What follows belongs to an exercise in optimizing a design on an open flow for small area, a short achievable clock period and few clock cycles per item; a production flow would make more cautious choices.
The RTL was checked by simulation tests, not by an equivalence proof against the original design.
Power and IR drop assume default switching activity.

===== flow/config.mk =====
export PLATFORM = sky130hd
export DESIGN_NAME = kx_line_packer
export DESIGN_NICKNAME = kx_line_packer
export VERILOG_FILES = /design/flow/design.v
export SDC_FILE = /design/flow/constraint.sdc
export NUM_CORES = 4
export LEC_CHECK = 0
export CAP_MARGIN = 20
export CORE_MARGIN = 2
export CORE_UTILIZATION = 40
export CTS_BUF_LIST = sky130_fd_sc_hd__clkbuf_8 sky130_fd_sc_hd__clkbuf_16
export CTS_CLUSTER_DIAMETER = 60
export CTS_CLUSTER_SIZE = 16
export SLEW_MARGIN = 20

===== flow/design.v =====
module kx_line_packer (
    input  wire        clk,
    input  wire        rst,
    input  wire [11:0] cfg_nozzles,    
    input  wire [3:0]  cfg_def,        
    input  wire [1:0]  cfg_op1,        
    input  wire [1:0]  cfg_op2,
    input  wire [1:0]  cfg_op3,
    input  wire        cfg_mask_en,    
    input  wire [31:0] cfg_sub,        
    input  wire [1:0]  cfg_sub_cap,
    input  wire [11:0] cfg_ovl_hi,     
    input  wire [11:0] cfg_ovl_lo,     
    input  wire        in_valid,
    output wire        in_ready,
    input  wire [3:0]  in_line,        
    input  wire [15:0] in_l0,          
    input  wire [15:0] in_l1,
    input  wire [15:0] in_l2,
    input  wire [15:0] in_l3,
    input  wire [2:0]  in_cov,         
    input  wire [7:0]  in_mask,        
    input  wire [7:0]  in_dead,        
    output reg         out_valid,
    output reg         out_last,
    output reg  [15:0] out_codes
);
    localparam LANES = 8;
    integer i;
    function gt2(input [1:0] a, input [1:0] b);
        gt2 = (a[1] & ~b[1]) | (a[1] & a[0] & ~b[0]) | (~b[1] & a[0] & ~b[0]);
    endfunction
    function [1:0] max2(input [1:0] a, input [1:0] b);
        max2 = gt2(a, b) ? a : b;
    endfunction
    function [1:0] min2(input [1:0] a, input [1:0] b);
        min2 = gt2(b, a) ? a : b;
    endfunction
    function [1:0] apply_layer(input [1:0] v, input [1:0] u, input [1:0] op,
                               input active);
        begin
            apply_layer = v;
            if (active && u != 2'b00) begin
                case (op)
                    2'd0:    apply_layer = u;
                    2'd1:    apply_layer = max2(v, u);
                    2'd2:    apply_layer = 2'b00;
                    default: apply_layer = v;
                endcase
            end
        end
    endfunction
    function [7:0] dither(input [3:0] x, input [3:0] y);
        reg [3:0] a;
        begin
            a = x ^ y;
            dither = {a[0], y[0], a[1], y[1], a[2], y[2], a[3], y[3]};
        end
    endfunction
    function [13:0] add13(input [12:0] x, input [12:0] y, input ci);
        reg [13:0] g, p;
        reg [13:0] gn, pn;
        integer k, l, j;
        begin
            g[0] = ci;
            p[0] = 1'b0;
            for (k = 0; k < 13; k = k + 1) begin
                g[k+1] = x[k] & y[k];
                p[k+1] = x[k] | y[k];
            end
            for (l = 0; l < 4; l = l + 1) begin
                gn = g;
                pn = p;
                for (k = 0; k < 14; k = k + 1) begin
                    if ((k >> l) & 1) begin
                        j = ((k >> l) << l) - 1;
                        gn[k] = g[k] | (p[k] & g[j]);
                        pn[k] = p[k] & p[j];
                    end
                end
                g = gn;
                p = pn;
            end
            for (k = 0; k < 13; k = k + 1)
                add13[k] = x[k] ^ y[k] ^ g[k];
            add13[13] = g[13];
        end
    endfunction
    function ge13(input [12:0] x, input [12:0] y);
        reg [13:0] g, p;
        reg [13:0] gn, pn;
        integer k, l, j;
        begin
            g[0] = 1'b1;
            p[0] = 1'b0;
            for (k = 0; k < 13; k = k + 1) begin
                g[k+1] = x[k] & ~y[k];
                p[k+1] = x[k] | ~y[k];
            end
            for (l = 0; l < 4; l = l + 1) begin
                gn = g;
                pn = p;
                for (k = 0; k < 14; k = k + 1) begin
                    if ((k >> l) & 1) begin
                        j = ((k >> l) << l) - 1;
                        gn[k] = g[k] | (p[k] & g[j]);
                        pn[k] = p[k] & p[j];
                    end
                end
                g = gn;
                p = pn;
            end
            ge13 = g[13];
        end
    endfunction
    function [13:0] radd13(input [12:0] x, input [12:0] y, input ci);
        integer k;
        reg     c;
        begin
            c = ci;
            for (k = 0; k < 13; k = k + 1) begin
                radd13[k] = x[k] ^ y[k] ^ c;
                c = (x[k] & y[k]) | (c & (x[k] ^ y[k]));
            end
            radd13[13] = c;
        end
    endfunction
    function rge13(input [12:0] x, input [12:0] y);
        integer k;
        reg     c;
        begin
            c = 1'b1;
            for (k = 0; k < 13; k = k + 1)
                c = (x[k] == y[k]) ? c : x[k];
            rge13 = c;
        end
    endfunction
    function [25:0] csa13(input [12:0] x, input [12:0] y, input [12:0] z);
        integer k;
        begin
            for (k = 0; k < 13; k = k + 1) begin
                csa13[k]      = x[k] ^ y[k] ^ z[k];
                csa13[13 + k] = (x[k] & y[k]) | (x[k] & z[k]) | (y[k] & z[k]);
            end
        end
    endfunction
    reg  [11:0] r_wlo, r_whi, r_hs;
    reg  [8:0]  r_lastb;                         
    reg  [31:0] r_subm;
    reg  [3:0]  r_def;
    reg  [1:0]  r_op1, r_op2, r_op3;
    reg         r_mask_en;
    wire [13:0] hs_s = add13({1'b0, cfg_nozzles}, ~{1'b0, cfg_ovl_hi}, 1'b1);
    always @(posedge clk) begin
        r_wlo <= cfg_ovl_lo;
        r_whi <= cfg_ovl_hi;
        r_hs  <= hs_s[11:0];                        
        r_lastb <= cfg_nozzles[11:3] - 9'd1;
        r_def     <= cfg_def;
        r_op1     <= cfg_op1;
        r_op2     <= cfg_op2;
        r_op3     <= cfg_op3;
        r_mask_en <= cfg_mask_en;
        for (i = 0; i < 16; i = i + 1)
            r_subm[2*i +: 2] <= min2(cfg_sub_cap, cfg_sub[2*i +: 2]);
    end
    reg         tbl_ok;
    reg  [4:0]  eng_t;
    reg  [19:0] lo_e1, lo_e2, lo_e3, lo_e4, lo_e5, lo_e6, lo_e7, lo_e8;    
    reg  [19:0] hi_e1, hi_e2, hi_e3, hi_e4, hi_e5, hi_e6, hi_e7, hi_e8;
    reg  [19:0] hi_init;                             
    wire        eng_run  = ~tbl_ok & (in_valid | (eng_t != 5'd0));
    wire [4:0]  eng_tn   = (eng_t == 5'd19) ? 5'd0 : eng_t + 5'd1;
    wire [3:0]  eng_nn   = eng_tn[3:0] - 4'd10;      
    wire [3:0]  hi_init_o = 4'd8 - {1'b0, r_hs[2:0]};
    reg         eng_isdv, eng_d0, eng_clr, eng_iswk, eng_c2, eng_c3, eng_c4,
                eng_c5, eng_c6, eng_c7, eng_icap, eng_last;
    wire        eng_done = ~tbl_ok & eng_last;
    function [19:0] div_step(input d0, input [19:0] e1, input [11:0] wm1);
        reg [12:0] x;
        reg [13:0] sd;
        begin
            x  = {(d0 ? 12'd0 : e1[11:0]), d0};
            sd = add13(x, ~{1'b0, wm1}, 1'b0);        
            div_step = {(d0 ? 7'd0 : e1[18:12]), ~sd[12], sd[12] ? x[11:0] : sd[11:0]};
        end
    endfunction
    function [19:0] walk_step(input [19:0] e, input [19:0] e1, input [12:0] e1m);
        reg [13:0] s, sd, as0, as1, as;
        begin
            s   = add13({1'b0, e[11:0]}, {1'b0, e1[11:0]}, 1'b0);
            sd  = add13({1'b0, e[11:0]}, e1m, 1'b0);
            as0 = add13({5'd0, e[19:12]}, {5'd0, e1[19:12]}, 1'b0);
            as1 = add13({5'd0, e[19:12]}, {5'd0, e1[19:12]}, 1'b1);
            as  = sd[12] ? as0 : as1;
            walk_step[11:0]  = sd[12] ? s[11:0] : sd[11:0];
            walk_step[19:12] = as[7:0];
        end
    endfunction
    reg  [12:0] lo_e1m, hi_e1m;
    wire [19:0] lo_dnx = div_step(eng_d0, lo_e1, r_wlo);
    wire [19:0] hi_dnx = div_step(eng_d0, hi_e1, r_whi);
    wire [19:0] lo_wnx = walk_step(lo_e8, lo_e1, lo_e1m);
    wire [19:0] hi_wnx = walk_step(hi_e8, hi_e1, hi_e1m);
    wire [13:0] lo_e1m_s = add13({1'b0, lo_e1[11:0]}, ~{1'b0, r_wlo}, 1'b0);
    wire [13:0] hi_e1m_s = add13({1'b0, hi_e1[11:0]}, ~{1'b0, r_whi}, 1'b0);
    wire line_idle;
    always @(posedge clk) begin
        if (rst) begin
            tbl_ok   <= 1'b0;
            eng_t    <= 5'd0;
            eng_isdv <= 1'b0;
            eng_d0   <= 1'b0;
            eng_clr  <= 1'b0;
            eng_iswk <= 1'b0;
            eng_c2   <= 1'b0;
            eng_c3   <= 1'b0;
            eng_c4   <= 1'b0;
            eng_c5   <= 1'b0;
            eng_c6   <= 1'b0;
            eng_c7   <= 1'b0;
            eng_icap <= 1'b0;
            eng_last <= 1'b0;
        end else begin
            if (eng_run) begin
                eng_t    <= eng_tn;
                eng_isdv <= (eng_tn >= 5'd1) & (eng_tn <= 5'd9);
                eng_d0   <= (eng_tn == 5'd1);
                eng_clr  <= (eng_tn == 5'd10);
                eng_iswk <= (eng_tn >= 5'd11) & (eng_tn <= 5'd18);
                eng_c2   <= (eng_tn == 5'd12);
                eng_c3   <= (eng_tn == 5'd13);
                eng_c4   <= (eng_tn == 5'd14);
                eng_c5   <= (eng_tn == 5'd15);
                eng_c6   <= (eng_tn == 5'd16);
                eng_c7   <= (eng_tn == 5'd17);
                eng_icap <= (eng_tn >= 5'd11) & (eng_tn <= 5'd18) & (eng_nn == hi_init_o);
                eng_last <= (eng_tn == 5'd19);
            end
            if (eng_done)
                tbl_ok <= 1'b1;
            else if (line_idle)
                tbl_ok <= 1'b0;
        end
    end
    always @(posedge clk) begin
        if (eng_isdv) begin
            lo_e1 <= lo_dnx;
            hi_e1 <= hi_dnx;
        end
        lo_e1m <= lo_e1m_s[12:0];
        hi_e1m <= hi_e1m_s[12:0];
        if (eng_clr | eng_iswk) begin
            lo_e8 <= lo_wnx & {20{~eng_clr}};
            hi_e8 <= hi_wnx & {20{~eng_clr}};
        end
        if (eng_c2) begin
            lo_e2 <= lo_wnx;
            hi_e2 <= hi_wnx;
        end
        if (eng_c3) begin
            lo_e3 <= lo_wnx;
            hi_e3 <= hi_wnx;
        end
        if (eng_c4) begin
            lo_e4 <= lo_wnx;
            hi_e4 <= hi_wnx;
        end
        if (eng_c5) begin
            lo_e5 <= lo_wnx;
            hi_e5 <= hi_wnx;
        end
        if (eng_c6) begin
            lo_e6 <= lo_wnx;
            hi_e6 <= hi_wnx;
        end
        if (eng_c7) begin
            lo_e7 <= lo_wnx;
            hi_e7 <= hi_wnx;
        end
        if (eng_icap)
            hi_init <= hi_wnx;
    end
    assign in_ready = tbl_ok;
    wire in_fire = in_valid & tbl_ok;
    reg  [8:0] apos;          
    wire [13:0] apos_s  = radd13({4'd0, apos}, 13'd0, 1'b1);
    wire [8:0]  apos_inc = apos_s[8:0];
    wire        f_last  = (apos == r_lastb);
    always @(posedge clk) begin
        if (rst)
            apos <= 9'd0;
        else if (in_fire)
            apos <= f_last ? 9'd0 : apos_inc;
    end
    reg  [15:0] s0_code;
    always @(*) begin : stage0
        reg [1:0] v;
        for (i = 0; i < LANES; i = i + 1) begin
            v = r_def[0] ? in_l0[2*i +: 2] : 2'b00;
            v = apply_layer(v, in_l1[2*i +: 2], r_op1, r_def[1] & in_cov[0]);
            v = apply_layer(v, in_l2[2*i +: 2], r_op2, r_def[2] & in_cov[1]);
            v = apply_layer(v, in_l3[2*i +: 2], r_op3, r_def[3] & in_cov[2]);
            if (r_mask_en && !in_mask[i])
                v = 2'b00;
            s0_code[2*i +: 2] = v;
        end
    end
    reg  [7:0]  lo_t;
    reg  [11:0] lo_rn;
    reg  [7:0]  hi_t;
    reg  [11:0] hi_r;
    reg  [12:0] lo_k8, hi_k8;
    wire [13:0] lo_k8_s = add13({1'b0, r_wlo}, ~{1'b0, lo_e8[11:0]}, 1'b1);
    wire [13:0] hi_k8_s = add13({1'b0, hi_e8[11:0]}, ~{1'b0, r_whi}, 1'b0);
    always @(posedge clk) begin
        lo_k8 <= lo_k8_s[12:0];
        hi_k8 <= hi_k8_s[12:0];
    end
    function [19:0] fwd_rn(input [7:0] t, input [11:0] rn, input [19:0] e, input [12:0] k);
        reg [13:0] d, dw, ts, t1;
        begin
            d  = add13({1'b0, rn}, ~{1'b0, e[11:0]}, 1'b1);
            dw = add13({1'b0, rn}, k, 1'b1);
            ts = add13({5'd0, t}, {5'd0, e[19:12]}, 1'b0);
            t1 = add13({5'd0, t}, {5'd0, e[19:12]}, 1'b1);
            fwd_rn = {d[13] ? ts[7:0] : t1[7:0], d[13] ? d[11:0] : dw[11:0]};
        end
    endfunction
    function [19:0] fwd_r(input [7:0] t, input [11:0] r, input [19:0] e, input [12:0] k);
        reg [13:0] s, sd, ts, t1;
        begin
            s  = add13({1'b0, r}, {1'b0, e[11:0]}, 1'b0);
            sd = add13({1'b0, r}, k, 1'b0);
            ts = add13({5'd0, t}, {5'd0, e[19:12]}, 1'b0);
            t1 = add13({5'd0, t}, {5'd0, e[19:12]}, 1'b1);
            fwd_r = {sd[12] ? ts[7:0] : t1[7:0], sd[12] ? s[11:0] : sd[11:0]};
        end
    endfunction
    wire [19:0] lo_s8 = fwd_rn(lo_t, lo_rn, lo_e8, lo_k8);
    wire [19:0] hi_f8 = fwd_r(hi_t, hi_r, hi_e8, hi_k8);
    wire [19:0] lo_tb [1:7];
    wire [19:0] hi_tb [1:7];
    assign lo_tb[1] = lo_e1;  assign hi_tb[1] = hi_e1;
    assign lo_tb[2] = lo_e2;  assign hi_tb[2] = hi_e2;
    assign lo_tb[3] = lo_e3;  assign hi_tb[3] = hi_e3;
    assign lo_tb[4] = lo_e4;  assign hi_tb[4] = hi_e4;
    assign lo_tb[5] = lo_e5;  assign hi_tb[5] = hi_e5;
    assign lo_tb[6] = lo_e6;  assign hi_tb[6] = hi_e6;
    assign lo_tb[7] = lo_e7;  assign hi_tb[7] = hi_e7;
    reg  [6:0] lo_c, hi_c;
    always @(*) begin
        for (i = 0; i < 7; i = i + 1) begin
            lo_c[i] = ~rge13({1'b0, lo_rn}, {1'b0, lo_tb[i+1][11:0]});
            hi_c[i] = ~rge13({1'b0, hi_r},  {1'b0, hi_tb[7-i][11:0]});
        end
    end
    wire f_lo_all = ~rge13({4'd0, apos}, {4'd0, r_wlo[11:3]});
    wire f_lo_at  = (apos == r_wlo[11:3]);
    wire f_hi_all = ~rge13({4'd0, r_hs[11:3]}, {4'd0, apos});
    wire f_hi_at  = (apos == r_hs[11:3]);
    always @(posedge clk) begin
        if (eng_done || (in_fire && f_last)) begin
            lo_t  <= 8'd0;
            lo_rn <= r_wlo;
            hi_t  <= hi_init[19:12];
            hi_r  <= hi_init[11:0];
        end else if (in_fire) begin
            lo_t  <= lo_s8[19:12];
            lo_rn <= lo_s8[11:0];
            if (f_hi_all | f_hi_at) begin
                hi_t <= hi_f8[19:12];
                hi_r <= hi_f8[11:0];
            end
        end
    end
    reg              a_valid;
    reg              a_first, a_last, a_pos0;
    reg  [15:0]      a_code;
    reg  [LANES-1:0] a_dead;
    reg  [3:0]       a_x;
    reg  [3:0]       a_pop;       
    reg  [7:0]       a_lo_tb, a_lo_t7, a_hi_t7;
    reg  [6:0]       a_lo_c, a_hi_c;
    reg              a_lo_all, a_lo_at, a_hi_all, a_hi_at;
    always @(posedge clk) begin
        if (rst)
            a_valid <= 1'b0;
        else
            a_valid <= in_fire;
        a_first  <= (apos == 9'd0);
        a_last   <= f_last;
        a_pos0   <= apos[0];
        a_code   <= s0_code;
        a_dead   <= in_dead;
        a_pop    <= {3'd0, in_dead[0]} + {3'd0, in_dead[1]} + {3'd0, in_dead[2]} + {3'd0, in_dead[3]}
                  + {3'd0, in_dead[4]} + {3'd0, in_dead[5]} + {3'd0, in_dead[6]} + {3'd0, in_dead[7]};
        a_x      <= in_line;
        a_lo_tb  <= lo_t;
        a_lo_t7  <= lo_s8[19:12];
        a_hi_t7  <= hi_t;
        a_lo_c   <= lo_c;
        a_hi_c   <= hi_c;
        a_lo_all <= f_lo_all;
        a_lo_at  <= f_lo_at;
        a_hi_all <= f_hi_all;
        a_hi_at  <= f_hi_at;
    end
    reg  [8:0] srv_left;      
    function sign9(input [8:0] x, input [8:0] y, input ci);
        reg [13:0] cy;
        begin
            cy = add13({5'd0, x[7:0]}, {5'd0, y[7:0]}, ci);
            sign9 = x[8] ^ y[8] ^ cy[8];
        end
    endfunction
    function lo_kill_f(input [7:0] t, input [7:0] alpha, input c, input [7:0] d);
        reg [25:0] cs;
        begin
            cs = csa13({5'd0, d}, {4'hf, ~{1'b0, t}}, {4'hf, ~{1'b0, alpha}});
            lo_kill_f = ~sign9(cs[8:0], {cs[20:13], ~c}, 1'b1);
        end
    endfunction
    function hi_kill_f(input [7:0] t, input [7:0] alpha, input c, input [7:0] d);
        reg [25:0] cs;
        begin
            cs = csa13({5'd0, t}, {4'hf, ~{1'b0, d}}, {4'hf, ~{1'b0, alpha}});
            hi_kill_f = ~sign9(cs[8:0], {cs[20:13], ~c}, 1'b0);
        end
    endfunction
    reg  [LANES-1:0] s1_served;
    reg  [LANES-1:0] s1_keep;
    reg  [3:0]  pcnt;
    reg  [13:0] srv_d;
    always @(*) begin : stage1
        reg [3:0]  y;
        reg [13:0] ys;
        reg [7:0]  d;
        reg        in_lo, in_hi, lo_kill, hi_kill;
        pcnt = 4'd0;
        for (i = 0; i < LANES; i = i + 1) begin
            s1_served[i] = a_dead[i] & ((|srv_left[8:3]) | (pcnt[2:0] < srv_left[2:0]));
            pcnt = pcnt + {3'd0, a_dead[i]};
            y = {a_pos0, i[2:0]};
            d = dither(a_x, y);
            in_lo = a_lo_all | (a_lo_at & (i[2:0] < r_wlo[2:0]));
            case (i)
                0: lo_kill = lo_kill_f(a_lo_tb, lo_e1[19:12], a_lo_c[0], d);
                1: lo_kill = lo_kill_f(a_lo_tb, lo_e2[19:12], a_lo_c[1], d);
                2: lo_kill = lo_kill_f(a_lo_tb, lo_e3[19:12], a_lo_c[2], d);
                3: lo_kill = lo_kill_f(a_lo_tb, lo_e4[19:12], a_lo_c[3], d);
                4: lo_kill = lo_kill_f(a_lo_tb, lo_e5[19:12], a_lo_c[4], d);
                5: lo_kill = lo_kill_f(a_lo_tb, lo_e6[19:12], a_lo_c[5], d);
                6: lo_kill = lo_kill_f(a_lo_tb, lo_e7[19:12], a_lo_c[6], d);
                default: lo_kill = rge13({5'd0, d}, {5'd0, a_lo_t7});
            endcase
            ys = radd13({9'd0, a_pos0, i[2:0]}, {9'd0, r_whi[3:0]}, 1'b0);
            y = ys[3:0];
            d = dither(a_x, y);
            in_hi = a_hi_all | (a_hi_at & (i[2:0] >= r_hs[2:0]));
            case (i)
                0: hi_kill = hi_kill_f(a_hi_t7, hi_e7[19:12], a_hi_c[0], d);
                1: hi_kill = hi_kill_f(a_hi_t7, hi_e6[19:12], a_hi_c[1], d);
                2: hi_kill = hi_kill_f(a_hi_t7, hi_e5[19:12], a_hi_c[2], d);
                3: hi_kill = hi_kill_f(a_hi_t7, hi_e4[19:12], a_hi_c[3], d);
                4: hi_kill = hi_kill_f(a_hi_t7, hi_e3[19:12], a_hi_c[4], d);
                5: hi_kill = hi_kill_f(a_hi_t7, hi_e2[19:12], a_hi_c[5], d);
                6: hi_kill = hi_kill_f(a_hi_t7, hi_e1[19:12], a_hi_c[6], d);
                default: hi_kill = ~rge13({5'd0, d}, {5'd0, a_hi_t7});
            endcase
            s1_keep[i] = ~(in_lo & lo_kill) & ~(in_hi & hi_kill);
        end
        srv_d = radd13({4'd0, srv_left}, ~{9'd0, a_pop}, 1'b1);
    end
    always @(posedge clk) begin
        if (rst)
            srv_left <= 9'd256;
        else if (a_valid)
            srv_left <= a_last ? 9'd256 : srv_d[13] ? srv_d[8:0] : 9'd0;
    end
    reg              b_valid;
    reg              b_first;
    reg              b_last;
    reg  [15:0]      b_code;
    reg  [LANES-1:0] b_dead;
    reg  [LANES-1:0] b_served;
    reg  [LANES-1:0] b_keep;
    reg  [1:0]       l_code;
    reg              l_dead;
    reg              l_served;
    wire b_out = b_valid & (b_last | a_valid);
    assign line_idle = ~a_valid & ~b_valid & ~out_valid & ~in_fire;
    reg  [1:0] nb_code   [0:LANES+1];
    reg        nb_dead   [0:LANES+1];
    reg        nb_served [0:LANES+1];
    reg  [1:0] rs_up     [0:LANES+1];    
    reg  [1:0] rs_dn     [0:LANES+1];    
    reg  [15:0] s2_codes;
    always @(*) begin : stage2
        reg [3:0] idx;
        reg [1:0] r;
        reg [1:0] o;
        integer   n;
        nb_code[0]   = l_code;
        nb_dead[0]   = l_dead & ~b_first;
        nb_served[0] = l_served & ~b_first;
        for (n = 0; n < LANES; n = n + 1) begin
            nb_code[n+1]   = b_code[2*n +: 2];
            nb_dead[n+1]   = b_dead[n];
            nb_served[n+1] = b_served[n];
        end
        nb_code[LANES+1]   = a_code[1:0];
        nb_dead[LANES+1]   = a_dead[0] & ~b_last;
        nb_served[LANES+1] = a_dead[0] & (|srv_left) & ~b_last;
        for (n = 0; n <= LANES + 1; n = n + 1) begin
            rs_up[n] = 2'b00;
            rs_dn[n] = 2'b00;
        end
        for (n = 0; n <= LANES; n = n + 1) begin
            idx = nb_dead[n] ? {nb_code[n], nb_code[n+1]} : {nb_code[n+1], nb_code[n]};
            r   = r_subm[2*idx +: 2];
            if (nb_served[n] && nb_code[n] != 2'b00)
                rs_dn[n+1] = r;
            if (nb_served[n+1] && nb_code[n+1] != 2'b00)
                rs_up[n] = r;
        end
        for (n = 1; n <= LANES; n = n + 1) begin
            o = max2(nb_code[n], max2(rs_dn[n], rs_up[n]));
            if (nb_dead[n] || !b_keep[n-1])
                o = 2'b00;
            s2_codes[2*(n-1) +: 2] = o;
        end
    end
    always @(posedge clk) begin
        if (rst) begin
            b_valid   <= 1'b0;
            out_valid <= 1'b0;
        end else begin
            out_valid <= b_out;
            if (a_valid)
                b_valid <= 1'b1;
            else if (b_out)
                b_valid <= 1'b0;
        end
    end
    always @(posedge clk) begin
        if (b_out) begin
            out_codes <= s2_codes;
            out_last  <= b_last;
            l_code    <= b_code[15:14];
            l_dead    <= b_dead[LANES-1];
            l_served  <= b_served[LANES-1];
        end
        if (a_valid) begin
            b_first  <= a_first;
            b_last   <= a_last;
            b_code   <= a_code;
            b_dead   <= a_dead;
            b_served <= s1_served;
            b_keep   <= s1_keep;
        end
    end
endmodule

===== flow/constraint.sdc =====
create_clock -name core_clock -period 13.0 [get_ports {clk}]
set_input_delay 2.6000 -clock core_clock [delete_from_list [all_inputs] [get_ports {clk}]]
set_output_delay 2.6000 -clock core_clock [all_outputs]
set_load 0.01 [all_outputs]

===== flow/run.sh =====
#!/bin/bash
# synth_recipe.tcl (not shown) runs the flow's synth.tcl, then flattens the netlist and writes it again
# the make line also repeats each setting of config.mk as NAME=value (left out here)
make -C /OpenROAD-flow-scripts/flow DESIGN_CONFIG=/design/flow/config.mk WORK_HOME=/design/flow/orfs CLKGATE_MAP_FILE= SYNTH_SCRIPT=/design/flow/synth_recipe.tcl finish

==> run notes, run 1 <==
* Initial core utilization at 0.404
* Synth async-reset ratio at 0
* CP Launch Type: primary input
* Number of port buffers at 189
* Fin. Hold Viols at 0
* Clock Sinks at 698
* Number of global-route vias before repair at 33055
* Mapped Nets at approximately 5200
* Period utilization at 0.392
* RSZ-0062 raised after global routing: false
* Synth-to-layout area growth at 14.7%
* CTS Buffer Depth at 3
* Initial antenna violation count at 2
* CTS tree: built
* Die extent in x at approximately 340 um
* Most common cell after layout, fill and taps aside: inv_1
* Synth warn at 6
* Count of flip-flops with a built-in enable after synthesis at 435
* Tot GR Track Use at 0.210
* Clock-pin slew on the worst setup and hold paths at 0.06 ns
* Final Cell Area at around 0.053 sq mm
* Post-Place Cell Area at 0.0499 sq mm
* WP data arrival at about 5.7 ns
* Net count, final at ~5400
* Maximum vdd ir drop at approximately 0.00015 V
* HPWL Detailed at approximately 94000 um
* Seq/Total Area, Yosys at 0.397
* # H-tree levels at 3
* Layout cells sized above 1 at 0.0698
* Fin Setup TNS at 0 ns
* WL final at ~120000 um
* CTS Root Cell: clkbuf_16
* Status: complete, no violations
* # fillers at roughly 11000
* Hold WC Path Type: register to register
* Via count at approximately 33000
* Clock Skews at between 0.02 and 0.03 ns
* First-pass GRT wire length at between 150000 and 200000 um
* Most frequent cells in the layout: inv_1, ha_1, edfxtp_1, nand2_1, dfxtp_1
* P per Cell Area at 226 mW/mm^2
* CTS buffer count at 85
* Setup Buffers After CTS at 0
* Gpl congestion at roughly 0.86
* Gate Count Post-Synth at 4390
* # rows at roughly 120
* Cts-stage hold buffer count at 0
* Maximum fanout along the worst path at 4
* Die ar. at about 0.12 sq mm
* Worst slew pin tran at about 1.2 ns
* DR pass1 iterations at 6
* Avg Cell Area, Syn at about 11 sq um
* Post-Syn Area at 0.0462 sq mm
* Fmax at 196 MHz
* Chip Height at roughly 340 um
* Area occupied by multi-input gates at about 0.025 sq mm
* FF+latch count, synth at 698
* Slew Limit Headroom at 0.173
* Crit path kind: primary input to register
* CP Data Required Time at ~14 ns
* Leak Pwr at 0.0215 uW
* Register area at between 0.015 and 0.02 sq mm
* 1st-iter DRT viols at approximately 2600
* Post-synth cell types at 83
* Via density at roughly 5.4
* I/O pins at 190
* ANT nets after route at 0
* Largest net degree at the start of global routing at slightly below 70
* Grt ovf at 0
* Final setup vio count at 0
* Wire per inst at between 20 and 25 um
* Synth Flop Type: edfxtp_1
* Max Transition Viols Final at 0
* Core area at around 0.11 sq mm
* Post-CTS sizing at 0
* Crit end category: register
* Final Critical Period at 5.10 ns
* Clock latency on the worst-skew pair at 0.66 ns
* Drc violations at 0
* Max-Cap Viols at 0
==> final timing paths <==
check | from | to | slack, ns | cells after the start
min reg2reg | lo_t[6]$_SDFFE_PP0P_ | a_lo_tb[6]$_DFF_P_ | 0.39 | 0
min | lo_t[6]$_SDFFE_PP0P_ | a_lo_tb[6]$_DFF_P_ | 0.39 | 0
max | cfg_ovl_hi[1] | r_hs[11]$_DFF_P_ | 7.90 | 13
max reg2reg | hi_e8[1]$_DFFE_PP_ | hi_e8[16]$_DFFE_PP_ | 8.20 | 12
==> per-layer routing <==
metal | GRT usage | up-vias | share of wire | routed length, um
li1 | - | 15929 | - | -
met1 | 0.293 | 16420 | 0.45 | 56800
met2 | 0.345 | 902 | 0.47 | 58200
met3 | 0.0274 | 155 | 0.058 | 7200
met4 | 0.0549 | 0 | 0.022 | 2700
met5 | 0 | - | 0 | 0
==> registers in the layout, summed over array words and instances (netlist names), 16 cells and up <==
register and count:
r_subm 32, hi_e1 20, hi_e2 20, hi_e3 20, hi_e4 20, hi_e5 20
hi_e6 20, hi_e7 20, hi_e8 20, hi_init 20, lo_e1 20, lo_e2 20
lo_e3 20, lo_e4 20, lo_e5 20, lo_e6 20, lo_e7 20, lo_e8 20
a_code 16, b_code 16, out_codes 16
==> worst max-delay path, cell delays in order <==
cell and delay, ns:
clkdlybuf4s50_1 0.56, inv_1 0.06, ha_1 0.17, o21bai_1 0.15
a21oi_1 0.27, buf_4 0.25, o21bai_1 0.08, a21o_1 0.20
a21o_1 0.22, a2111oi_0 0.61, o21bai_1 0.18, a21oi_1 0.21
xnor2_1 0.13
==> power breakdown <==
group | internal, uW | switching (uW) | total (uW)
clock network | 1470 | 1070 | 2540
logic | 2040 | 3320 | 5360
registers | 3600 | 454 | 4060
==> cell type report <==
| type | count | area share |
|---|---|---|
| Multi-Input combinational cell | 3029 | 0.480 |
| Sequential cell | 698 | 0.346 |
| Clock buffer | 93 | 0.0435 |
| Timing Repair Buffer | 227 | 0.0411 |
| Inverter | 558 | 0.0396 |
| Tap cell | 1512 | 0.0357 |
| Clock inverter | 67 | 0.0137 |
| Antenna cell | 2 | 0.0000945 |
==> stage by stage <==
step | power, uW | setup slack [ns] | std cells | utilization | hold slack, ns
3_3_place_gp | 9320 | 7.25 | 6023 | 0.436 | 0.383
3_5_place_dp | 9460 | 7.21 | 6024 | 0.436 | 0.383
2_1_floorplan | 7610 | 8.10 | 4390 | - | 0.355
6_report | 12000 | 7.90 | 6186 | 0.463 | 0.392
4_1_cts | 12000 | 7.90 | 6184 | 0.463 | 0.393
5_1_grt | 12800 | 7.61 | 6184 | 0.463 | 0.404
==> Yosys cell counts, drive strengths merged, types with 13 or more instances <==
library cell,instances,area [sq um]
a31oi,71,444
a21oi,248,1240
and2,35,219
nand2b,70,438
mux2i,93,938
nand4,17,106
nand2,294,1100
nor3,54,270
a32oi,14,123
and3,29,181
a211oi,41,308
nor2,240,901
edfxtp,435,13100
a22oi,15,113
xor2,103,902
a21o,17,128
a2111oi,20,176
o211ai,43,323
xnor2,130,1140
o21ai,164,821
nand3b,42,315
nor2b,135,845
maj3,64,651
mux4,77,1730
o21a,28,210
nor3b,17,128
fa,153,3060
nand3,51,255
ha,465,5820
o31ai,31,233
o2111ai,27,236
clkbuf,92,345
inv,548,2060
o31a,23,201
o22ai,31,194
dfxtp,263,5270
buf,13,50.0
o21bai,32,240
==> cell families (layout without fill, tap and decap cells) <==
| group | after synthesis | after routing | synth area share |
|---|---|---|---|
| other | 0 | 2 | 0 |
| AO/OA/AOI/OAI | 914 | 914 | 0.130 |
| adder cells (fa/ha/maj) | 682 | 682 | 0.206 |
| buffers and inverters | 663 | 945 | 0.0539 |
| multiplexers | 176 | 176 | 0.0594 |
| AND/OR/NAND/NOR | 1024 | 1024 | 0.109 |
| flip-flops | 698 | 698 | 0.397 |
| XOR/XNOR | 233 | 233 | 0.0442 |
Testbench counts, summed over its fixed seeds: cycles 25,312, beats 24,576.
==> run 2, diff against run 1 <==
==> flow/config.mk (replaced) <==
export PLATFORM = sky130hd
export DESIGN_NAME = kx_line_packer
export DESIGN_NICKNAME = kx_line_packer
export VERILOG_FILES = /design/flow/design.v
export SDC_FILE = /design/flow/constraint.sdc
export NUM_CORES = 4
export LEC_CHECK = 0
export CAP_MARGIN = 20
export CORE_MARGIN = 2
export CORE_UTILIZATION = 55
export CTS_BUF_LIST = sky130_fd_sc_hd__clkbuf_4 sky130_fd_sc_hd__clkbuf_8
export CTS_CLUSTER_DIAMETER = 50
export CTS_CLUSTER_SIZE = 12
export PLACE_DENSITY = 0.75
export SLEW_MARGIN = 20
==> run notes, run 2 <==
* Status: complete, no violations
* Met3 wire len at 8620 um (+20%)
* Via density at 5.89 (+9.1%)
* Post-Place Cell Area at 0.0493 sq mm (-1.2%)
* CP Data Required Time at 13.63 ns (+0.04 ns)
* Synth-to-layout area growth at 11.5%
* XOR/XNOR share of the synthesized area at 0.0442 (unchanged)
* RSZ-0062 raised after global routing: false
* Fin Setup TNS at 0 ns (unchanged)
* # rows at 106 (-15%)
* Reg2reg start: hi_e8[1]$_DFFE_PP_
* # fillers at 6593 (-38%)
* Die ar. at 0.0863 sq mm (-27%)
* Tot GR Track Use at 0.269 (+0.0589)
* Drc violations at 0 (unchanged)
* Seq/Total Area, Yosys at 0.397 (unchanged)
* Initial core utilization at 0.553 (+0.150)
* RR Endpoint: hi_e8[16]$_DFFE_PP_
* CP dominant cell by count: o21bai_1
* Max Transition Viols Final at 0 (unchanged)
* Synth Flop Type: edfxtp_1
* Number of port buffers at 189 (unchanged)
* Synth Area in Simple Gates at 0.109 (unchanged)
* FF+latch count, synth at 698 (unchanged)
* Post-CTS sizing at 0 (unchanged)
* Setup Buffers After CTS at 0 (unchanged)
* Leak Pwr at 0.0211 uW (-2.1%)
* Final setup vio count at 0 (unchanged)
* Crit path kind: primary input to register
* Max-Cap Viols at 0 (unchanged)
* Clock latency on the worst-skew pair at 0.72 ns (+0.06 ns)
* Maximum fanout along the worst path at 4 (unchanged)
* Synth Area in Compound Gates at 0.130 (unchanged)
* Fmax at 184 MHz (-6.2%)
* Layout cells sized above 1 at 0.0702 (+0.000428)
* Worst R2R Path Depth at 12 (unchanged)
* Cts-stage hold buffer count at 0 (unchanged)
* Mapped Nets at 5179 (unchanged)
* Adder-Cell Fraction of Synth Area at 0.206 (unchanged)
* First-pass GRT wire length at 183000 um (-5.2%)
* CTS Root Cell: clkbuf_8
* Count leader, synth: inv_1
* Number of global-route vias before repair at 33510 (+1.4%)
* Commonest cells post-synth: inv_1, ha_1, edfxtp_1, nand2_1, dfxtp_1
* ANT nets after route at 0 (unchanged)
* Hold Path Sink: a_lo_tb[6]$_DFF_P_
* Slew Limit Headroom at 0.253 (+0.0802)
* DR pass1 iterations at 8 (+2)
* Met1 WL at 49400 um (-13%)
* # H-tree levels at 3 (unchanged)
* Cell taking the most area after synthesis: edfxtp_1
* Largest net degree at the start of global routing at 69 (unchanged)
* Gpl congestion at 0.920 (+6.6%)
* CTS tree: built
* Critical path's slowest cell: a21oi_1
* Post-synthesis mux area share at 0.0594 (unchanged)
* Post-Syn Area at 0.0462 sq mm (unchanged)
* Hold Crit Depth at 0 (unchanged)
* Clock Skews at 0.0275 ns (-0.000895 ns)
* Initial antenna violation count at 2 (unchanged)
* Critical hold path startpoint: lo_t[6]$_SDFFE_PP0P_
* CTS Buffer Depth at 3 (unchanged)
* Most flop-heavy register: r_subm
* WL final at 117000 um (-6.3%)
* Net count, final at 5385 (-0.056%)
* 1st-iter DRT viols at 2868 (+12%)
* Hold WC Path Type: register to register
* Worst slew pin tran at 1.12 ns (-0.122 ns)
* Routed wl met2 at 55100 um (-5.4%)
* Flop2flop setup slack at 8.00 ns (-0.20 ns)
* Wire per inst at 20.3 um (+0.72%)
* HPWL Detailed at 87400 um (-7.1%)
* I/O pins at 190 (unchanged)
* Fin. Hold Viols at 0 (unchanged)
* Final Cell Area at 0.0515 sq mm (-2.8%)
* Clock-pin slew on the worst setup and hold paths at 0.08 ns (+0.02 ns)
* CP Launch Type: primary input
* Via count at 33892 (+1.5%)
* WP data arrival at 6.07 ns (+0.38 ns)
* Chip Height at 294 um (-15%)
* Crit end category: register
* Synth warn at 6 (unchanged)
* Most area-consuming cells after synthesis: edfxtp_1, ha_1, dfxtp_1, fa_1, inv_1
* Maximum vdd ir drop at 0.000181 V (+19%)
* Largest register FFs at 32 (unchanged)
* Avg Cell Area, Syn at 10.5 sq um (unchanged)
* Most common cell after layout, fill and taps aside: inv_1
* Period utilization at 0.418 (+0.0260)
* Top Layer Used: met4
* Clock Sinks at 698 (unchanged)
* Cell chain of the critical path: clkdlybuf4s50_1 -> inv_1 -> ha_1 -> o21bai_1 -> a21oi_1 -> o21bai_1 -> a21o_1 -> a21o_1 -> a2111oi_0 -> o21bai_1 -> a21oi_1 -> xnor2_1
* Top-area cell type share of the netlist area at 0.283 (unchanged)
* CTS buffer count at 89 (+4.7%)
* Die extent in x at 294 um (-15%)
* Most frequent cells in the layout: inv_1, ha_1, edfxtp_1, nand2_1, dfxtp_1
* Post-synth cell types at 83 (unchanged)
* P per Cell Area at 219 mW/mm^2 (-3.1%)
* Worst stage delay on the critical path at 0.86 ns (+0.25 ns)
* Count of flip-flops with a built-in enable after synthesis at 435 (unchanged)
* Synth async-reset ratio at 0 (unchanged)
* Grt ovf at 0 (unchanged)
* Gate Count Post-Synth at 4390 (unchanged)
* Largest family of logic cells by synthesized area: adder cells
* Final Critical Period at 5.44 ns (+0.339 ns)
* Core area at 0.0834 sq mm (-27%)
## run 2: kinds of logic after synthesis
logic type               count (synthesis)
AO/OA/AOI/OAI                          914
XOR/XNOR                               233
adder cells (fa/ha/maj)                682
buffers and inverters                  663
flip-flops                             698
multiplexers                           176
AND/OR/NAND/NOR                       1024
## run 2: worst max-delay path by stage
stage	slack (ns)	end	cells after the start	start
after detailed placement	6.91	r_hs[11]$_DFF_P_	12	cfg_ovl_hi[1]
after global placement	6.90	r_hs[11]$_DFF_P_	12	cfg_ovl_hi[1]
after CTS	7.67	r_hs[11]$_DFF_P_	12	cfg_ovl_hi[1]
final	7.56	r_hs[11]$_DFF_P_	12	cfg_ovl_hi[1]
after global routing	7.37	r_hs[11]$_DFF_P_	12	cfg_ovl_hi[1]
after floorplan	8.10	a_pop[2]$_DFF_P_	9	in_dead[0]
## run 2: per-stage QoR
step | power [uW] | cells | worst slack, ns | hold slack, ns | utilization
after floorplan | 7610 | 4390 | 8.10 | 0.355 | -
after global placement | 9120 | 5585 | 6.90 | 0.374 | 0.591
after detailed placement | 9290 | 5585 | 6.91 | 0.373 | 0.591
after CTS | 11300 | 5752 | 7.67 | 0.384 | 0.616
after global routing | 12000 | 5755 | 7.37 | 0.385 | 0.617
final | 11300 | 5755 | 7.56 | 0.383 | 0.617
## run 2: critical path: cells and delay by family
family          cells  cell delay [ns]
compound gates      8             2.56
xor+xnor            1             0.13
fa+ha+maj           1             0.16
buf+inv             2             0.61
## run 2: report_power, final
group          total (uW)  internal (uW)  leakage, uW  switching (uW)
Combinational        5300           2050       0.0138            3260
Clock                1930           1020      0.00109             910
Sequential           4020           3600      0.00615             426
Total               11300           6660       0.0211            4590
## run 2: layout make-up
class                   instances  area, sq um  share of cell area
inverters                     558         2090              0.0407
well taps                    1080         1350              0.0263
clock buffers                 115         1450              0.0281
clock inverters                52          681              0.0132
diodes                          3         7.51            0.000146
multi-input cells            3029        25400               0.494
repair buffers                220         2120              0.0413
flip-flops and latches        698        18300               0.356
## run 2: layer usage
| metal | GRT usage | vias to the layer above |
|---|---|---|
| li1 | - | 15889 |
| met1 | 0.361 | 16399 |
| met2 | 0.447 | 1334 |
| met3 | 0.0411 | 270 |
| met4 | 0.0921 | 0 |
| met5 | 0 | - |
==> run 3, diff against run 2 <==
--- a/flow/design.v
+++ b/flow/design.v
@@ -145,17 +145,18 @@
         end
     endfunction
     reg  [11:0] r_wlo, r_whi, r_hs;
-    reg  [8:0]  r_lastb;                         
+    reg  [5:0]  r_n;                             
+    wire [8:0]  r_lastb = {r_n - 6'd1, 3'b111};  
     reg  [31:0] r_subm;
     reg  [3:0]  r_def;
     reg  [1:0]  r_op1, r_op2, r_op3;
     reg         r_mask_en;
-    wire [13:0] hs_s = add13({1'b0, cfg_nozzles}, ~{1'b0, cfg_ovl_hi}, 1'b1);
+    wire [13:0] hs_s = add13({1'b0, r_n, 6'd0}, ~{1'b0, r_whi}, 1'b1);
     always @(posedge clk) begin
         r_wlo <= cfg_ovl_lo;
         r_whi <= cfg_ovl_hi;
         r_hs  <= hs_s[11:0];                        
-        r_lastb <= cfg_nozzles[11:3] - 9'd1;
+        r_n   <= cfg_nozzles[11:6];
         r_def     <= cfg_def;
         r_op1     <= cfg_op1;
         r_op2     <= cfg_op2;
@@ -283,6 +284,10 @@
     end
     assign in_ready = tbl_ok;
     wire in_fire = in_valid & tbl_ok;
+    reg              p_valid;
+    reg  [15:0]      p_code;
+    reg  [7:0]       p_dead;
+    reg  [3:0]       p_x;
     reg  [8:0] apos;          
     wire [13:0] apos_s  = radd13({4'd0, apos}, 13'd0, 1'b1);
     wire [8:0]  apos_inc = apos_s[8:0];
@@ -290,7 +295,7 @@
     always @(posedge clk) begin
         if (rst)
             apos <= 9'd0;
-        else if (in_fire)
+        else if (p_valid)
             apos <= f_last ? 9'd0 : apos_inc;
     end
     reg  [15:0] s0_code;
@@ -306,6 +311,15 @@
             s0_code[2*i +: 2] = v;
         end
     end
+    always @(posedge clk) begin
+        if (rst)
+            p_valid <= 1'b0;
+        else
+            p_valid <= in_fire;
+        p_code <= s0_code;
+        p_dead <= in_dead;
+        p_x    <= in_line;
+    end
     reg  [7:0]  lo_t;
     reg  [11:0] lo_rn;
     reg  [7:0]  hi_t;
@@ -360,12 +374,12 @@
     wire f_hi_all = ~rge13({4'd0, r_hs[11:3]}, {4'd0, apos});
     wire f_hi_at  = (apos == r_hs[11:3]);
     always @(posedge clk) begin
-        if (eng_done || (in_fire && f_last)) begin
+        if (eng_done || (p_valid && f_last)) begin
             lo_t  <= 8'd0;
             lo_rn <= r_wlo;
             hi_t  <= hi_init[19:12];
             hi_r  <= hi_init[11:0];
-        end else if (in_fire) begin
+        end else if (p_valid) begin
             lo_t  <= lo_s8[19:12];
             lo_rn <= lo_s8[11:0];
             if (f_hi_all | f_hi_at) begin
@@ -387,15 +401,15 @@
         if (rst)
             a_valid <= 1'b0;
         else
-            a_valid <= in_fire;
+            a_valid <= p_valid;
         a_first  <= (apos == 9'd0);
         a_last   <= f_last;
         a_pos0   <= apos[0];
-        a_code   <= s0_code;
-        a_dead   <= in_dead;
-        a_pop    <= {3'd0, in_dead[0]} + {3'd0, in_dead[1]} + {3'd0, in_dead[2]} + {3'd0, in_dead[3]}
-                  + {3'd0, in_dead[4]} + {3'd0, in_dead[5]} + {3'd0, in_dead[6]} + {3'd0, in_dead[7]};
-        a_x      <= in_line;
+        a_code   <= p_code;
+        a_dead   <= p_dead;
+        a_pop    <= {3'd0, p_dead[0]} + {3'd0, p_dead[1]} + {3'd0, p_dead[2]} + {3'd0, p_dead[3]}
+                  + {3'd0, p_dead[4]} + {3'd0, p_dead[5]} + {3'd0, p_dead[6]} + {3'd0, p_dead[7]};
+        a_x      <= p_x;
         a_lo_tb  <= lo_t;
         a_lo_t7  <= lo_s8[19:12];
         a_hi_t7  <= hi_t;
@@ -489,7 +503,7 @@
     reg              l_dead;
     reg              l_served;
     wire b_out = b_valid & (b_last | a_valid);
-    assign line_idle = ~a_valid & ~b_valid & ~out_valid & ~in_fire;
+    assign line_idle = ~p_valid & ~a_valid & ~b_valid & ~out_valid & ~in_fire;
     reg  [1:0] nb_code   [0:LANES+1];
     reg        nb_dead   [0:LANES+1];
     reg        nb_served [0:LANES+1];
--- a/flow/config.mk
+++ b/flow/config.mk
@@ -7,9 +7,8 @@
 export LEC_CHECK = 0
 export CAP_MARGIN = 20
 export CORE_MARGIN = 2
-export CORE_UTILIZATION = 55
+export CORE_UTILIZATION = 40
 export CTS_BUF_LIST = sky130_fd_sc_hd__clkbuf_4 sky130_fd_sc_hd__clkbuf_8
 export CTS_CLUSTER_DIAMETER = 50
 export CTS_CLUSTER_SIZE = 12
-export PLACE_DENSITY = 0.75
 export SLEW_MARGIN = 20
==> run notes, run 3 <==
* Status: complete, no violations
* ANT nets after route at 0 (unchanged)
* RSZ-0062 raised after global routing: false
* Sw frac at 0.406 (-0.00251)
* Clock latency on the worst-skew pair at 0.80 ns (+0.08 ns)
* Grt met3 use at 0.0330 (-0.00807)
* Top-area cell type share of the netlist area at 0.283 (-0.000375)
* Final Cell Area at 0.0524 sq mm (+1.9%)
* Mapped Nets at 5075 (-2.0%)
* Maximum vdd ir drop at 0.000177 V (-2.3%)
* CTS Buffer Depth at 3 (unchanged)
* Most frequent cells in the layout: inv_1, ha_1, edfxtp_1, dfxtp_1, nand2_1
* Largest register FFs at 32 (unchanged)
* Most area-consuming cells after synthesis: edfxtp_1, dfxtp_1, ha_1, fa_1, inv_1
* FF+latch count, synth at 724 (+3.7%)
* Final setup vio count at 0 (unchanged)
* Flop2flop setup slack at 7.88 ns (-0.12 ns)
* P per Cell Area at 217 mW/mm^2 (-0.73%)
* Drc violations at 0 (unchanged)
* Seq/Total Area, Yosys at 0.408 (+0.0107)
* Post-CTS sizing at 0 (unchanged)
* Grt ovf at 0 (unchanged)
* Post-Place Cell Area at 0.0499 sq mm (+1.3%)
* Die ar. at 0.118 sq mm (+37%)
* Synth-to-layout area growth at 13.4%
* Initial core utilization at 0.404 (-0.150)
* Initial antenna violation count at 4 (+2)
* CP Data Required Time at 13.60 ns (-0.03 ns)
* Post-Syn Area at 0.0462 sq mm (+0.13%)
* First-pass GRT wire length at 188000 um (+2.8%)
* Worst slew pin tran at 1.11 ns (-0.0121 ns)
* CTS tree: built
* Cts-stage hold buffer count at 0 (unchanged)
* Hold Crit Depth at 0 (unchanged)
* # rows at 124 (+17%)
* Tot GR Track Use at 0.206 (-0.0628)
* Clock Skews at 0.0514 ns (+0.0240 ns)
* RR Endpoint: hi_e1[5]$_DFFE_PP_
* Post-synth cell types at 77 (-7.2%)
* Count of flip-flops with a built-in enable after synthesis at 435 (unchanged)
* CTS Root Cell: clkbuf_8
* Seq pwr share at 0.355 (-0.003)
* Int Pwr at 6770 uW (+1.6%)
* Maximum fanout along the worst path at 21 (+17)
* Max Transition Viols Final at 0 (unchanged)
* Leak Pwr at 0.0210 uW (-0.54%)
* Layout cells sized above 1 at 0.0836 (+0.0134)
* DR pass1 iterations at 5 (-3)
* Synth warn at 6 (unchanged)
* Commonest cells post-synth: inv_1, ha_1, edfxtp_1, dfxtp_1, nand2_1
* Setup Buffers After CTS at 0 (unchanged)
* Largest net degree at the start of global routing at 53 (-23%)
* Gate Count Post-Synth at 4297 (-2.1%)
* WL final at 123000 um (+4.9%)
* Count leader, synth: inv_1
* Cells after DPL at 5934 (+6.2%)
* Via density at 5.31 (-9.8%)
* CTS buffer count at 107 (+20%)
* Core area at 0.115 sq mm (+37%)
* Final Critical Period at 5.12 ns (-0.318 ns)
* Crit end category: register
* Pre-CTS WS at 7.75 ns (+0.836 ns)
* Max-Cap Viols at 0 (unchanged)
* Met1 Use GR at 0.279 (-0.0816)
* Worst R2R Path Depth at 15 (+3)
* Clock share of power at 0.193 (+0.022)
* Clock Sinks at 724 (+3.7%)
* Most Crowded Layer GR: met2
* Gpl congestion at 0.859 (-6.7%)
* Clock-pin slew on the worst setup and hold paths at 0.08 ns (about the same)
* HPWL Detailed at 90000 um (+2.9%)
* Via count at 32639 (-3.7%)
* Most common cell after layout, fill and taps aside: inv_1
* Synth async-reset ratio at 0 (unchanged)
* Worst setup margin at 7.88 ns (+0.318 ns)
* Number of port buffers at 183 (-3.2%)
* Critical hold path startpoint: p_code[2]$_SDFF_PP0_
* Most flop-heavy register: r_subm
* CP Launch Type: register
* Met2 Use GR at 0.334 (-0.113)
* Number of global-route vias before repair at 32309 (-3.6%)
* Hold Path Sink: a_code[2]$_DFF_P_
* Crit path kind: register to register
* Final Power at 11400 uW (+1.2%)
* I/O pins at 190 (unchanged)
* Sw Pwr at 4620 uW (+0.56%)
* # H-tree levels at 3 (unchanged)
* Comb pwr share at 0.452 (-0.019)
* Die extent in x at 344 um (+17%)
* Fmax at 195 MHz (+6.2%)
* WP data arrival at 5.73 ns (-0.34 ns)
* Cell taking the most area after synthesis: edfxtp_1
* Chip Height at 344 um (+17%)
* Wire per inst at 20.0 um (-1.7%)
* Fin Setup TNS at 0 ns (unchanged)
* Synth Flop Type: edfxtp_1
* Net count, final at 5311 (-1.4%)
* Post-Layout Cell Count at 6141 (+6.7%)
* Hold WC Path Type: register to register
* Period utilization at 0.394 (-0.0244)
* Avg Cell Area, Syn at 10.8 sq um (+2.3%)
* 1st-iter DRT viols at 2244 (-22%)
* Reg2reg start: eng_d0$_SDFFE_PP0P_
* Slew Limit Headroom at 0.243 (-0.0100)
* Fin. Hold Viols at 0 (unchanged)
[run 3: changes by cell type after synthesis, sizes merged, moves of 14 or more]
cell    change
a211oi     -16
a31oi      -21
and2       +38
dfxtp      +26
inv        -67
nand2      -37
nand3b     -21
nand4      -14
nor2       -25
nor4       +14
o21ai      +14
or3        +14
[run 3: worst max path at each step]
| stage | slack [ns] | to | start |
|---|---|---|---|
| finish | 7.88 | hi_e1[5]$_DFFE_PP_ | eng_d0$_SDFFE_PP0P_ |
| global route | 7.62 | hi_e1[5]$_DFFE_PP_ | eng_d0$_SDFFE_PP0P_ |
| CTS | 7.88 | hi_e1[5]$_DFFE_PP_ | eng_d0$_SDFFE_PP0P_ |
| detailed placement | 7.75 | p_code[2]$_SDFF_PP0_ | in_cov[0] |
| global placement | 7.78 | p_code[8]$_SDFF_PP0_ | in_cov[0] |
| floorplan | 8.52 | b_keep[1]$_DFFE_PP_ | r_whi[3]$_DFF_P_ |
[run 3: final cells by class]
type	count	area, sq um
Clock inverter	78	878
Sequential cell	724	18900
Inverter	493	1850
Tap cell	1512	1890
Fill cell	10643	62100
Timing Repair Buffer	226	2140
Multi-Input combinational cell	2981	25200
Antenna cell	2	5.00
Clock buffer	125	1640
[run 3: cell families after synthesis]
kind of cell	count (synthesis)	share of synthesized area
buffers and inverters	592	0.0482
adders and majority gates	684	0.206
muxes	185	0.0614
AOI/OAI and AO/OA	896	0.128
and+or+nand+nor	994	0.107
DFF	724	0.408
xor gates and xnor gates	222	0.0421
[run 3: critical path: stages, from the launching register on]
cell	delay (ns)
dfxtp_1	0.32
buf_4	0.24
inv_1	0.57
buf_4	0.38
nand2_1	0.18
ha_1	0.21
nand2b_1	0.13
a21oi_1	0.33
o21bai_1	0.24
a211oi_1	0.40
o31ai_1	0.16
a21oi_1	0.24
a21oi_1	0.27
xnor2_2	0.68
buf_4	0.32
mux2i_1	0.21
[run 3: metal layers]
metal / part of all wire / vias up / routed length (um)
li1: - / 15724 / -
met1: 0.45 / 15764 / 54800
met2: 0.46 / 895 / 57000
met3: 0.053 / 256 / 6540
met5: 0 / - / 0
met4: 0.037 / 0 / 4490
[run 3: per-stage QoR]
stage,utilization,hold slack [ns]
floorplan,-,0.310
global placement,0.436,0.312
detailed placement,0.436,0.312
CTS,0.458,0.322
global route,0.458,0.323
finish,0.458,0.321
[run 3: power by group through the flow]
stage	Sequential (uW)	Clock (uW)	Combinational [uW]
CTS	4050	2260	5170
global route	4100	2350	5780
finish	4040	2200	5140
global placement	4090	0	5010
floorplan	3940	0	3560
detailed placement	4100	0	5130
Testbench counts of run 3, summed over its fixed seeds: cycles 25,344, beats 24,576.
==> run 4, diff against run 3 <==
--- a/flow/config.mk
+++ b/flow/config.mk
@@ -9,6 +9,6 @@
 export CORE_MARGIN = 2
 export CORE_UTILIZATION = 40
 export CTS_BUF_LIST = sky130_fd_sc_hd__clkbuf_4 sky130_fd_sc_hd__clkbuf_8
-export CTS_CLUSTER_DIAMETER = 50
-export CTS_CLUSTER_SIZE = 12
+export CTS_CLUSTER_DIAMETER = 120
+export CTS_CLUSTER_SIZE = 14
 export SLEW_MARGIN = 20
==> run notes, run 4 <==
* Status: complete, no violations
* Post-Syn Area at 0.0462 sq mm (unchanged)
* Clock latency on the worst-skew pair at 0.81 ns (about the same)
* Cts-stage hold buffer count at 0 (unchanged)
* Post-synth cell types at 77 (unchanged)
* Final Util at 0.446 (-0.0115)
* Die extent in x at 344 um (unchanged)
* CTS tree: built
* Synth-to-layout area growth at 10.6%
* Grt ovf at 0 (unchanged)
* Register area at 0.0189 sq mm (unchanged)
* Net count, final at 5262 (-0.92%)
* Maximum fanout along the worst path at 21 (unchanged)
* Most flop-heavy register: r_subm
* Avg Cell Area, Syn at 10.8 sq um (unchanged)
* Fin. Hold Viols at 0 (unchanged)
* CP Launch Type: register
* Slew Limit Headroom at 0.261 (+0.0178)
* FF+latch count, synth at 724 (unchanged)
* Commonest cells post-synth: inv_1, ha_1, edfxtp_1, dfxtp_1, nand2_1
* Most frequent cells in the layout: inv_1, ha_1, edfxtp_1, dfxtp_1, nand2_1
* Fin Setup TNS at 0 ns (unchanged)
* WL final at 122000 um (-0.36%)
* Largest net degree at the start of global routing at 53 (unchanged)
* Synth warn at 6 (unchanged)
* Area occupied by multi-input gates at 0.0252 sq mm (unchanged)
* Leak Pwr at 0.0203 uW (-3.0%)
* Setup Buffers After CTS at 0 (unchanged)
* I/O pins at 190 (unchanged)
* # H-tree levels at 2 (-1)
* Die ar. at 0.118 sq mm (unchanged)
* # rows at 124 (unchanged)
* Number of global-route vias before repair at 31892 (-1.3%)
* CTS Root Cell: clkbuf_8
* Layout cells sized above 1 at 0.0644 (-0.0192)
* Mapped Nets at 5075 (unchanged)
* Final setup vio count at 0 (unchanged)
* Largest register FFs at 32 (unchanged)
* P per Cell Area at 207 mW/mm^2 (-4.8%)
* Clock-pin slew on the worst setup and hold paths at 0.11 ns (+0.03 ns)
* Gpl congestion at 0.859 (unchanged)
* CP Data Required Time at 13.64 ns (+0.04 ns)
* Final Critical Period at 5.09 ns (-0.0306 ns)
* Wire per inst at 20.2 um (+1.2%)
* Hold WC Path Type: register to register
* Crit end category: register
* Period utilization at 0.392 (-0.00236)
* ANT nets after route at 0 (unchanged)
* WP data arrival at 5.73 ns (about the same)
* Drc violations at 0 (unchanged)
* Clock Skews at 0.0647 ns (+0.0133 ns)
* Worst slew pin tran at 1.11 ns (-0.00210 ns)
* Most common cell after layout, fill and taps aside: inv_1
* Top-area cell type share of the netlist area at 0.283 (unchanged)
* Core area at 0.115 sq mm (unchanged)
* Final hold slack at 0.331 ns (+0.00997 ns)
* Count of flip-flops with a built-in enable after synthesis at 435 (unchanged)
* Cell taking the most area after synthesis: edfxtp_1
* # fillers at 10760 (+1.1%)
* Crit path kind: register to register
* First-pass GRT wire length at 188000 um (-0.26%)
* Via density at 5.34 (+0.39%)
* Gate Count Post-Synth at 4297 (unchanged)
* Number of port buffers at 183 (unchanged)
* Max-Cap Viols at 0 (unchanged)
* Post-CTS sizing at 0 (unchanged)
* RSZ-0062 raised after global routing: false
* Fmax at 196 MHz (+0.60%)
* Most area-consuming cells after synthesis: edfxtp_1, dfxtp_1, ha_1, fa_1, inv_1
* HPWL Detailed at 90000 um (unchanged)
* Max Transition Viols Final at 0 (unchanged)
* Synth async-reset ratio at 0 (unchanged)
* CTS buffer count at 58 (-46%)
* Tot GR Track Use at 0.205 (-0.00146)
* Maximum vdd ir drop at 0.000174 V (-1.7%)
* CTS Buffer Depth at 3 (unchanged)
* Clock Sinks at 724 (unchanged)
* 1st-iter DRT viols at 2352 (+4.8%)
* Seq/Total Area, Yosys at 0.408 (unchanged)
* Synth Flop Type: edfxtp_1
* DR pass1 iterations at 6 (+1)
* Count leader, synth: inv_1
* Initial core utilization at 0.404 (unchanged)
* Via count at 32258 (-1.2%)
* Initial antenna violation count at 3 (-1)
* Chip Height at 344 um (unchanged)
run 4: changes by cell type in the layout (fill, tap and decap cells not counted), sizes merged:
| cell | delta |
|---|---|
| clkinvlp | -12 |
| clkbuf | -22 |
| bufinv | -11 |
| clkinv | -15 |
| inv | -35 |
run 4: worst paths after layout:
path / cells past startpoint / to / slack [ns] / start
worst max-delay path: 15 / hi_e1[5]$_DFFE_PP_ / 7.91 / eng_d0$_SDFFE_PP0P_
worst min-delay path: 0 / a_x[0]$_DFF_P_ / 0.33 / p_x[0]$_DFF_P_
worst max register to register: 15 / hi_e1[5]$_DFFE_PP_ / 7.91 / eng_d0$_SDFFE_PP0P_
worst min register to register: 0 / a_x[0]$_DFF_P_ / 0.33 / p_x[0]$_DFF_P_
run 4: critical path: stages (launching register included):
cell and delay [ns]:
dfxtp_1 0.33, buf_4 0.24, inv_1 0.54, buf_4 0.37, nand2_1 0.19, ha_1 0.22
nand2b_1 0.13, a21oi_1 0.34, o21bai_1 0.24, a211oi_1 0.42, o31ai_1 0.17, a21oi_1 0.24
a21oi_1 0.27, xnor2_2 0.66, buf_4 0.32, mux2i_1 0.21
run 4: kinds of logic after synthesis:
logic type	count (synthesis)	share of synthesized area
AND/OR/NAND/NOR	994	0.107
AO/OA/AOI/OAI	896	0.128
flip-flops	724	0.408
multiplexers	185	0.0614
XOR/XNOR	222	0.0421
buffers and inverters	592	0.0482
adder cells (fa/ha/maj)	684	0.206
run 4: stage by stage:
| step | setup WS (ns) | power (uW) | std cells | cell area [sq um] |
|---|---|---|---|---|
| final | 7.91 | 10600 | 6046 | 51100 |
| after global routing | 7.68 | 11400 | 6045 | 51100 |
| after CTS | 7.91 | 10600 | 6042 | 51100 |
| after detailed placement | 7.75 | 9220 | 5934 | 49900 |
| after global placement | 7.78 | 9100 | 5933 | 49900 |
| after floorplan | 8.52 | 7500 | 4297 | 46200 |
run 4: report_power, final:
| part | internal [uW] | switching (uW) |
|---|---|---|
| Sequential | 3630 | 407 |
| Clock | 555 | 822 |
| Combinational | 2010 | 3130 |
| Total | 6200 | 4360 |
run 4: layout make-up:
class | count | area share
Clock buffer | 103 | 0.0223
Multi-Input combinational cell | 2981 | 0.492
Antenna cell | 2 | 0.0000979
Clock inverter | 5 | 0.00108
Inverter | 493 | 0.0362
Timing Repair Buffer | 226 | 0.0420
Tap cell | 1512 | 0.0370
Sequential cell | 724 | 0.369
run 4: metal layers:
| layer | up-vias | part of all wire | global-route usage |
|---|---|---|---|
| met5 | - | 0 | 0 |
| met4 | 0 | 0.027 | 0.0591 |
| met3 | 183 | 0.047 | 0.0221 |
| met2 | 775 | 0.47 | 0.340 |
| met1 | 15733 | 0.46 | 0.284 |
| li1 | 15567 | - | - |
==> run 5, diff against run 4 <==
--- a/flow/design.v
+++ b/flow/design.v
@@ -287,6 +287,7 @@
     reg              p_valid;
     reg  [15:0]      p_code;
     reg  [7:0]       p_dead;
+    reg  [3:0]       p_pop;       
     reg  [3:0]       p_x;
     reg  [8:0] apos;          
     wire [13:0] apos_s  = radd13({4'd0, apos}, 13'd0, 1'b1);
@@ -318,6 +319,8 @@
             p_valid <= in_fire;
         p_code <= s0_code;
         p_dead <= in_dead;
+        p_pop  <= {3'd0, in_dead[0]} + {3'd0, in_dead[1]} + {3'd0, in_dead[2]} + {3'd0, in_dead[3]}
+                + {3'd0, in_dead[4]} + {3'd0, in_dead[5]} + {3'd0, in_dead[6]} + {3'd0, in_dead[7]};
         p_x    <= in_line;
     end
     reg  [7:0]  lo_t;
@@ -407,8 +410,7 @@
         a_pos0   <= apos[0];
         a_code   <= p_code;
         a_dead   <= p_dead;
-        a_pop    <= {3'd0, p_dead[0]} + {3'd0, p_dead[1]} + {3'd0, p_dead[2]} + {3'd0, p_dead[3]}
-                  + {3'd0, p_dead[4]} + {3'd0, p_dead[5]} + {3'd0, p_dead[6]} + {3'd0, p_dead[7]};
+        a_pop    <= p_pop;
         a_x      <= p_x;
         a_lo_tb  <= lo_t;
         a_lo_t7  <= lo_s8[19:12];
==> run notes, run 5 <==
* RR Endpoint: b_keep[6]$_DFFE_PP_
* Layout cells sized above 1 at 0.0625 (-0.00192)
* Period utilization at 0.383 (-0.00900)
* Adder-Cell Fraction of Synth Area at 0.207 (+0.00116)
* Gate Count Post-Synth at 4287 (-0.23%)
* Net count, final at 5241 (-0.40%)
* Met1 Use GR at 0.292 (+0.00842)
* Max-Cap Viols at 0 (unchanged)
* CP Launch Type: register
* FF+latch count, synth at 728 (+0.55%)
* Slew Limit Headroom at 0.258 (-0.00245)
* RSZ-0062 raised after global routing: false
* 1st-iter DRT viols at 2360 (+0.34%)
* Synth async-reset ratio at 0 (unchanged)
* Sw frac at 0.409 (-0.00399)
* Final Critical Period at 4.98 ns (-0.117 ns)
* Reg2reg start: r_whi[3]$_DFF_P_
* Final Power at 10300 uW (-2.3%)
* Die extent in x at 344 um (+0.14%)
* Post-CTS sizing at 0 (unchanged)
* Critical hold path startpoint: p_code[2]$_SDFF_PP0_
* WP data arrival at 5.51 ns (-0.22 ns)
* Count leader, synth: inv_1
* Synth Area in Simple Gates at 0.109 (+0.00184)
* # rows at 124 (unchanged)
* Seq pwr share at 0.389 (+0.006)
* Leak Pwr at 0.0204 uW (+0.17%)
* Cells after DPL at 5915 (-0.32%)
* Hold Path Sink: a_code[2]$_DFF_P_
* Number of port buffers at 183 (unchanged)
* P per Cell Area at 202 mW/mm^2 (-2.3%)
* Synth Flop Type: edfxtp_1
* Wire per inst at 20.4 um (+0.75%)
* First-pass GRT wire length at 188000 um (+0.23%)
* Die ar. at 0.119 sq mm (+0.27%)
* Number of global-route vias before repair at 31593 (-0.94%)
* Final Util at 0.446 (about the same)
* Chip Height at 344 um (+0.14%)
* Post-synthesis mux area share at 0.0600 (-0.00141)
* Clock share of power at 0.132 (+0.002)
* Most common cell after layout, fill and taps aside: inv_1
* Comb pwr share at 0.479 (-0.008)
* Grt ovf at 0 (unchanged)
* CTS Buffer Depth at 3 (unchanged)
* Synth Area in Compound Gates at 0.126 (-0.00127)
* Fmax at 201 MHz (+2.4%)
* Sw Pwr at 4220 uW (-3.2%)
* Post-synth cell types at 85 (+10%)
* CP Data Required Time at 13.54 ns (-0.10 ns)
* CTS tree: built
* Critical Path Start: r_whi[3]$_DFF_P_
* Status: complete, no violations
* Initial antenna violation count at 3 (unchanged)
* Tot GR Track Use at 0.205 (about the same)
* Count of flip-flops with a built-in enable after synthesis at 435 (unchanged)
* Clock-pin slew on the worst setup and hold paths at 0.10 ns (about the same)
* Largest net degree at the start of global routing at 59 (+11%)
* Most Crowded Layer GR: met2
* Clock Sinks at 728 (+0.55%)
* Clock latency on the worst-skew pair at 0.81 ns (about the same)
* HPWL Detailed at 91500 um (+1.6%)
* Most frequent cells in the layout: inv_1, ha_1, edfxtp_1, dfxtp_1
* Fin Setup TNS at 0 ns (unchanged)
* Synth warn at 6 (unchanged)
* Largest register FFs at 32 (unchanged)
* Post-Syn Area at 0.0464 sq mm (+0.28%)
* Via count at 32238 (-0.062%)
* ANT nets after route at 0 (unchanged)
* DR pass1 iterations at 6 (unchanged)
* Gpl congestion at 0.857 (-0.17%)
* XOR/XNOR share of the synthesized area at 0.0414 (-0.000683)
## run 5: cells by family after synthesis
kind of cell,Yosys count
AND/OR/NAND/NOR,994
AO/OA/AOI/OAI,883
flip-flops,728
adder cells (fa/ha/maj),692
buffers and inverters,592
XOR/XNOR,219
multiplexers,179
## run 5: power by group through the flow
stage	Sequential (uW)	Combinational, uW	Clock [uW]
3_3_place_gp	4060	4850	0
5_1_grt	4070	5590	1490
3_5_place_dp	4070	4940	0
6_report	4010	4950	1360
4_1_cts	4020	4980	1410
2_1_floorplan	3900	3510	0
## run 5: per-stage QoR
stage	setup slack, ns	hold WS, ns
after global routing	7.79	0.309
final	8.02	0.306
after CTS	7.98	0.304
after detailed placement	7.53	0.312
after floorplan	8.10	0.310
after global placement	7.54	0.311
## run 5: cell type report
class | instances | area (sq um) | area share
Tap cell | 1512 | 1890 | 0.0370
Multi-Input combinational cell | 2967 | 25200 | 0.493
Clock inverter | 5 | 38.8 | 0.000758
Inverter | 494 | 1850 | 0.0362
Clock buffer | 103 | 1140 | 0.0222
Timing Repair Buffer | 214 | 2060 | 0.0403
Sequential cell | 728 | 18900 | 0.370
Antenna cell | 2 | 5.00 | 0.0000978
## run 5: worst max-delay path: stages (launching register included)
cell      delay, ns
dfxtp_1        0.82
xnor2_1        0.19
buf_4          0.24
xor2_1         0.71
xor2_1         0.23
fa_1           0.45
o31ai_1        0.25
nand3_1        0.11
o211ai_1       0.10
nand2_1        0.08
maj3_1         0.38
maj3_1         0.38
maj3_1         0.37
xor2_1         0.19
o22a_1         0.19
## run 5: routing by layer
metal,up-vias,routed length [um],share of wire
met1,15774,57400,0.47
met3,142,5760,0.047
met4,2,2340,0.019
li1,15489,-,-
met2,831,57400,0.47
met5,-,7,0.000057
## run 5: worst max-delay path by stage
| stage | to |
|---|---|
| after floorplan | p_pop[2]$_DFF_P_ |
| after global placement | p_pop[1]$_DFF_P_ |
| after detailed placement | p_pop[1]$_DFF_P_ |
| after CTS | b_keep[6]$_DFFE_PP_ |
| after global routing | hi_e8[16]$_DFFE_PP_ |
| final | b_keep[6]$_DFFE_PP_ |
Testbench counts of run 5, summed over its fixed seeds: cycles 25,344, beats 24,576.

## separate check: timing with driven ports
In the flow no input, the clock included, has a driving cell. The finished layouts below were timed again as built, in two steps.
Step 1, drivers: a clkbuf_16 drives clk and a buf_2 each remaining input, both assumed.
Step 2 also shifts input and output timing later by t, the mid clock arrival at the registers, as if the neighbouring blocks saw the same clock.
Three values: ideal ports, drivers, drivers and shift; two values: the first two.
run	shift t [ns]	setup slack, ns
run 1	0.713	7.898 / 7.942 / 7.229
run 2	0.778	7.560 / 7.601 / 6.823
run 3	0.839	7.877 / 7.877 / 7.608
run 4	0.847	7.908 / 7.908 / 7.677
run 5	0.841	8.025 / 8.025 / 7.438
After both steps setup and hold are still met in every run listed.
